Source: an optimization exercise on an open RTL-to-GDS flow (aim: small area and a short achievable clock period). Production flows keep margins and buffers that such runs may drop. Function was checked by simulation only, so behaviour that the tests miss may differ from the original. The flow treats the clock pin as an ideal source, which a real chip does not have.

==> flow/design.v, too long to show whole: its modules and the start of the top module <==
// module ecc_bch_codec: 2300 lines
// module dec_flags: 19 lines
// module c_a21o: 3 lines
// module c_a221o: 3 lines
// module c_a31oi: 3 lines
// module c_a32o: 3 lines
// module c_a32oi: 3 lines
// module c_inv: 3 lines
// module c_nand2: 3 lines
// module c_nand2b: 3 lines
// module c_nand3: 3 lines
// module c_nand3b: 3 lines
// module c_nand4: 3 lines
// module c_nor2: 3 lines
// module c_o2111a: 3 lines
// module c_o211a: 3 lines
// module c_o21a: 3 lines
// module c_o21ai: 3 lines
// module c_o22ai: 3 lines
// module c_o311ai: 3 lines
// module c_xnor2: 3 lines
// module c_xor2: 3 lines
module ecc_bch_codec (
    input  wire        clk,
    input  wire        rst,           
    input  wire        in_valid,
    input  wire [63:0] in_wdata,      
    input  wire [63:0] in_rdata,      
    input  wire [15:0] in_rcheck,     
    output reg         out_valid,
    output reg  [15:0] out_wcheck,    
    output reg  [63:0] out_data,      
    output reg         out_ce,        
    output reg         out_ue,        
    output reg  [1:0]  out_nbits      
);
  // ...
==> flow/flow/run.sh <==
#!/bin/bash
# Own layout flow: the standard ORFS flow (standard.sh, so the synthesis is
# the standard one), with these changes to how the layout is made:
#  - OpenROAD's timing repair aims at the setup slack in flow/margin.txt;
#  - the port buffers are sky130_fd_sc_hd__buf_1;
#  - any further make variables listed in flow/extra.txt (one per line);
#  - flow/post_cts.tcl, if present, runs at the end of ORFS's CTS step.
# The full make/ORFS output goes to orfs_make.log; ORFS keeps each step's log
# under orfs/logs/.
set -euo pipefail
MARGIN=$(cat flow/margin.txt)
EXTRA=()
if [[ -f flow/extra.txt ]]; then
  while IFS= read -r line; do [[ -n "$line" ]] && EXTRA+=("$line"); done < flow/extra.txt
fi
if [[ -f flow/post_cts.tcl ]]; then
  EXTRA+=("POST_CTS_TCL=$PWD/flow/post_cts.tcl")
fi
bash standard.sh \
  "SETUP_SLACK_MARGIN=${MARGIN}" \
  "BUFFER_PORTS_ARGS=-buffer_cell sky130_fd_sc_hd__buf_1" \
  "${EXTRA[@]}" \
  finish > orfs_make.log 2>&1
==> flow/flow/extra.txt <==
CTS_ARGS=-sink_clustering_enable -repair_clock_nets -buf_list sky130_fd_sc_hd__clkbuf_8 -dont_use_dummy_load
==> flow/flow/margin.txt <==
25.5
==> flow/flow/post_cts.tcl <==
# After CTS: a leaf clock buffer of the small type that drives many flip-flops
# is swapped for the larger clock buffer, to keep the flip-flop clock slew low.
set changed 0
foreach inst [get_cells clkbuf_*] {
  if {[get_property $inst ref_name] ne "sky130_fd_sc_hd__clkbuf_8"} { continue }
  set out [get_pins -of_objects $inst -filter "direction==output"]
  set n [llength [get_pins -of_objects [get_nets -of_objects $out] -filter "direction==input"]]
  if {$n >= 18} {
    puts "post_cts: [get_full_name $inst] drives $n pins, now sky130_fd_sc_hd__clkbuf_16"
    replace_cell $inst sky130_fd_sc_hd__clkbuf_16
    incr changed
  }
}
if {$changed} { detailed_placement }
==> flow/standard.sh <==
#!/bin/bash
# synth_recipe.tcl (not shown) runs the flow's synth.tcl, then flattens the netlist and writes it again
# the make line also repeats each setting of config.mk as NAME=value (left out here)
make -C /OpenROAD-flow-scripts/flow DESIGN_CONFIG=/design/flow/config.mk WORK_HOME=/design/flow/orfs CLKGATE_MAP_FILE= SYNTH_SCRIPT=/design/flow/synth_recipe.tcl "${@:-finish}"
==> flow/config.mk <==
export PLATFORM = sky130hd
export DESIGN_NAME = ecc_bch_codec
export DESIGN_NICKNAME = ecc_bch_codec
export VERILOG_FILES = /design/flow/design.v
export SDC_FILE = /design/flow/constraint.sdc
export NUM_CORES = 4
export LEC_CHECK = 0
export CAP_MARGIN = 20
export CORE_MARGIN = 2
export CORE_UTILIZATION = 55
export SLEW_MARGIN = 20
export SYNTH_HIERARCHICAL = 1
export SYNTH_MINIMUM_KEEP_SIZE = 0
==> flow/constraint.sdc <==
create_clock -name core_clock -period 34.0 [get_ports {clk}]
set_input_delay 6.8000 -clock core_clock [delete_from_list [all_inputs] [get_ports {clk}]]
set_output_delay 6.8000 -clock core_clock [all_outputs]
set_load 0.01 [all_outputs]
==> run notes, run 1 <==
Timing
In the final timing run, aggregate negative setup slack is 0 ns. For the pin with the worst max-slew slack, the measured transition is around 0.88 ns. The worst path in the final design needs a cycle of about 8.5 ns, including I/O delays and setup.

Route
After detailed routing, the met2 layer carries roughly 18000 um of wire. Signal routing reaches up to met4. The wire length on met1 is ~16000 um.

GRT
The global-route usage over all layers is between 30% and 40%. The most used routing layer in global routing is met2. The number of global-route vias before repair came to approximately 9700.

Logic synthesis
Of the synthesized area, sequential elements account for between 30% and 40%. The library cell with the largest summed area after synthesis is sky130_fd_sc_hd__xor2_1. The most instantiated flip-flop cell in the synthesis netlist is sky130_fd_sc_hd__dfxtp_1.

In this run the biggest area consumer among cell types represents around half of the synthesized area. The number of flops mapped to enable cells by yosys is 0. The Yosys step of the flow raised 7 warnings.

The synthesized netlist devotes between 10% and 20% of its cell area to simple gates.

Final layout
The repair_antennas step left the layout with diodes totalling 0. The number of fill cells in the layout is roughly 1900. The largest registers in the layout are out_data: 64 flops, rd1: 64 flops, out_wcheck: 16 flops.

There are 181 flip-flops and latches. The non-clock buffer total of the final layout is between 200 and 250. The sequential cells in the finished layout cover a total of 0.00362 sq mm.

The fraction of layout cells with a size suffix above 1 is under 10%. The sequential cell area share is between 20% and 30%. The biggest area consumer among cell classes is multi-input combinational cells. The multi-input gate count is between 1000 and 1500.

Outcome
The flow ran to the end and the layout has no timing, DRC or antenna violations.

CTS
The TritonCTS sink count is around 180.

Critical path
The slack of the worst reg-to-reg path is 25.96 ns. The largest driver fanout on the critical path is 3. The launch instance of the worst register-to-register path is s10_r. The worst register-to-register path has a depth of 23. The reg-to-reg endpoint is out_data[12]. The critical path capture point type is a register.

Placed design
After detailed placement, the total cell area comes to between 0.01 and 0.015 sq mm.

Die
The overall die width is about 150 um.

Hold path
The kind of path behind the tightest hold check is register to register.

Run
Max-cap violations in this run came to 0.
==> inputs of run 2 (changes only) <==
--- a/flow/config.mk
+++ b/flow/config.mk
@@ -8,5 +8,5 @@
 export CAP_MARGIN = 20
 export CORE_MARGIN = 2
-export CORE_UTILIZATION = 55
+export CORE_UTILIZATION = 40
 export SLEW_MARGIN = 20
 export SYNTH_HIERARCHICAL = 1
==> run notes, run 2 <==
Timing
The worst-case hold slack came to 0.346 ns (was 0.331 ns). The setup TNS after final layout is 0 ns (unchanged). The post-route clock period utilization is 24.9% (about the same). RSZ-0062 raised after global routing: false (unchanged).

The final worst-path setup slack is 25.55 ns (was 25.53 ns). The max-slew violation count came to 0 (unchanged). The clock skew after layout is 0.0224 ns (was 0.0396 ns). The max-slew headroom at the worst pin is 40.1% (was 41.4%). The slew at the pin closest to its max-slew limit was 0.895 ns (was 0.876 ns).

The timing-limited maximum frequency is 118 MHz (about the same). The final hold violation count came to 0 (unchanged). The clock period minus final worst setup slack is 8.45 ns (was 8.47 ns).

The final count of negative-setup-slack endpoints is 0 (unchanged).

Route
The total number of vias came to 10100 (was 10200). The count of unresolved DRC violations after routing is 0 (unchanged). The starting DRC count in detailed routing came to 1034 (was 1056). The average detailed-routed wire length per instance is 20.4 um (was 21.2 um). The remaining number of nets flagged by the antenna check after routing is 0 (unchanged). The total wire length was 39500 um (was 38800 um). The detailed-router iteration count before antenna repair is 6 (unchanged).

The mean number of vias per cell is 5.18 (was 5.55).

Placed design
The count of input and output buffers was 231 (unchanged). The total instance count after detailed placement is 1923 (was 1814). The worst-case setup slack after placement was 24.92 ns (about the same). The placed wire-length estimate after detailed placement is 31900 um (was 31500 um). The final estimated routing congestion in global placement is 0.964 (was 1.00).

Logic synthesis
The cell with the most instances after synthesis was sky130_fd_sc_hd__xor2_1 (unchanged). The sequential element share of the synthesized area is 30.7% (unchanged). Leading cell types by total area after synthesis: sky130_fd_sc_hd__xor2_1 50%, sky130_fd_sc_hd__dfxtp_1 31%, sky130_fd_sc_hd__nand2_1 5.3% (unchanged).

The post-synthesis net count is 1451 (unchanged). The area of the mapped netlist is 0.0118 sq mm (unchanged). The post-synthesis register bit count is 181 (unchanged). The number of cells produced by synthesis is 1304 (unchanged). The proportion of synthesized flip-flops having asynchronous set or reset is 0% (unchanged).

The average footprint of a synthesized cell is 9.04 sq um (unchanged). The library cell with the largest summed area after synthesis is sky130_fd_sc_hd__xor2_1 (unchanged). Commonest cells post-synth: 667 x sky130_fd_sc_hd__xor2_1, 181 x sky130_fd_sc_hd__dfxtp_1, 165 x sky130_fd_sc_hd__nand2_1 (unchanged).

The Yosys warning count is 7 (unchanged). The number of flops mapped to enable cells by yosys is 0 (unchanged). The unique cell type count in the Yosys netlist is 30 (unchanged). The area share of the largest cell type after synthesis is 49.6% (unchanged). The most instantiated flip-flop cell in the synthesis netlist is sky130_fd_sc_hd__dfxtp_1 (unchanged).

Die
The overall die width is 176 um (was 150 um). The die footprint is 0.0309 sq mm (was 0.0226 sq mm). The effective utilization at floorplan was 40.8% (was 56.1%). The height of the die is 176 um (was 150 um).

The number of I/O pins is 232 (unchanged). The number of placement rows is 62 (was 53). The placeable core area is 0.0289 sq mm (was 0.0210 sq mm).

GRT
The total grt overflow was 0 (unchanged). The global-route usage over all layers is 25.2% (was 34.2%). The number of antenna violations at the first check in global routing is 1 (was 0). The number of global-route vias before repair is 9778 (was 9679). The pin count of the biggest net entering global routing is 34 (unchanged). The wire length of the first global-routing pass was 58500 um (was 57100 um).

Hold path
The kind of path behind the tightest hold check is register to register (unchanged). The startpoint of the most critical hold path is wc14_r (unchanged).

Critical path
The startpoint kind of the worst setup timing path is an input pin (unchanged). The launch instance of the worst register-to-register path is s10_r (unchanged). The critical path capture point type is a register (unchanged). The beginning of the critical path is in_rdata[24] (was in_rdata[43]). The type of the worst setup path is input pin to register (unchanged).

The arrival time at the worst endpoint is 8.84 ns (was 8.86 ns). The largest driver fanout on the critical path is 4 (was 3). The endpoint required time on the critical path was 34.39 ns (was 34.38 ns).

Outcome
Run status: no timing/DRC/antenna violations (unchanged).

Final layout
The fraction of layout cells with a size suffix above 1 is 3.60% (was 3.73%). The commonest non-fill, non-tap cell in the layout is sky130_fd_sc_hd__xor2_1 (unchanged). Highest-count cells in the layout ignoring fill and taps: 642 x sky130_fd_sc_hd__xor2_1, 229 x sky130_fd_sc_hd__buf_1, 181 x sky130_fd_sc_hd__dfxtp_1, 165 x sky130_fd_sc_hd__nand2_1, 66 x sky130_fd_sc_hd__o22ai_1 (was 638 x sky130_fd_sc_hd__xor2_1, 230 x sky130_fd_sc_hd__buf_1, 181 x sky130_fd_sc_hd__dfxtp_1, 165 x sky130_fd_sc_hd__nand2_1, 66 x sky130_fd_sc_hd__o22ai_1).

The final standard cell count with taps included and fillers excluded is 1942 (was 1831). Top Registers: out_data: 64 flops, rd1: 64 flops, out_wcheck: 16 flops (unchanged). The final-stage net count is 1706 (was 1705).

The number of fill cells in the layout is 2883 (was 1868). The layout overhead on the synthesized area was 15.5% (was 14.5%).

CTS
The CTS tree is built (unchanged). The TritonCTS sink count is 181 (unchanged). The register clock-pin slew on the reported worst setup and hold paths is 0.09 ns (was 0.08 ns). The clock latency at the later pin of the worst-skew pair is 0.47 ns (was 0.46 ns).

Run
The count of max-cap constraint violations is 0 (unchanged).
-- run 2: cell counts after synthesis --
Identical to the previous run, type by type.
-- run 2: routing by layer --
metal / GRT usage, % / share of wire (%) / vias up
li1: - / - / 4756
met1: 32.4 / 42 / 4639
met2: 43.4 / 48 / 569
met3: 3.66 / 7.3 / 90
met4: 7.85 / 3.0 / 0
met5: 0 / 0 / -
-- run 2: worst max-delay path, stage by stage --
cell,delay (ns)
sky130_fd_sc_hd__buf_1,0.32
sky130_fd_sc_hd__xor2_1,0.36
sky130_fd_sc_hd__xor2_2,0.33
sky130_fd_sc_hd__xor2_1,0.30
sky130_fd_sc_hd__xor2_1,0.24
sky130_fd_sc_hd__xor2_1,0.31
sky130_fd_sc_hd__xor2_1,0.17
-- run 2: cell type report --
class                   instances  area, sq um  share of cell area, %
multi-input cells            1079         8190                   60.2
inverters                      42          158                   1.16
repair buffers                238          922                   6.78
flip-flops and latches        181         3620                   26.6
clock buffers                  17          234                   1.72
well taps                     384          480                   3.53
diodes                          1         2.50                 0.0184
-- run 2: logic make-up (layout without fill, tap and decap cells) --
logic type	Yosys count	count (layout)	synth area share, %
xor+xnor	674	674	50.1
compound gates	126	126	6.96
flops	181	181	30.7
other cells	0	1	0
buf+inv	44	297	1.47
simple gates	278	278	10.6
mux	1	1	0.0955
-- run 2: per-module statistics from Yosys (local to each module, per instance), a selection --
module	area (sq um)	times used	flip-flops and latches	cells inside
c_o21a	7.51	1	0	1
c_a21o	7.51	2	0	1
c_nand4	6.26	51	0	1
c_a32oi	8.76	1	0	1
c_nand3	5.00	24	0	1
c_a32o	10.0	2	0	1
ecc_bch_codec	3640	1	181	183
c_o311ai	8.76	2	0	1
c_xor2	8.76	667	0	1
c_inv	3.75	42	0	1
-- run 2: per-stage QoR --
stage	util, %	instance area (sq um)
finish	47.2	13600
global route	47.1	13600
detailed placement	45.6	13200
global placement	45.6	13200
floorplan	-	11800
-- run 2: final timing paths --
path	slack, ns	cells after the start	to
setup / recovery	25.55	7	s11_r
hold / removal	0.35	0	out_wcheck[14]
setup reg to reg	25.86	23	out_data[31]
hold reg to reg	0.35	0	out_wcheck[14]

-- port drivers added, routing unchanged --
The flow's constraints put no driver on any port. The routed layouts listed below were extracted and timed again, unchanged, in two steps. Step 1 sets driving cells, clkbuf_16 on the clock port and buf_2 on the other inputs (assumed; they add their load-dependent delay and slew). Step 2, shift: input delay + t, output delay - t, t = (earliest + latest rising clock arrival at the registers) / 2. This alone moves slack from input paths to output paths. Three values: ideal, step 1, step 2; two values: the first two.
run | shift t [ns] | slack for setup (ns) | worst setup path after step 2 | cell pins on the clock port's net
run 1 | 0.492 | 25.528 / 25.553 / 25.061 | input to register | 1
run 2 | 0.499 | 25.548 / 25.564 / 25.064 | input to register | 1
After both steps every run listed still meets setup and hold. The setup slack of run 2, which loses most, moves by +0.016 ns with the drivers and by -0.484 ns with both steps.
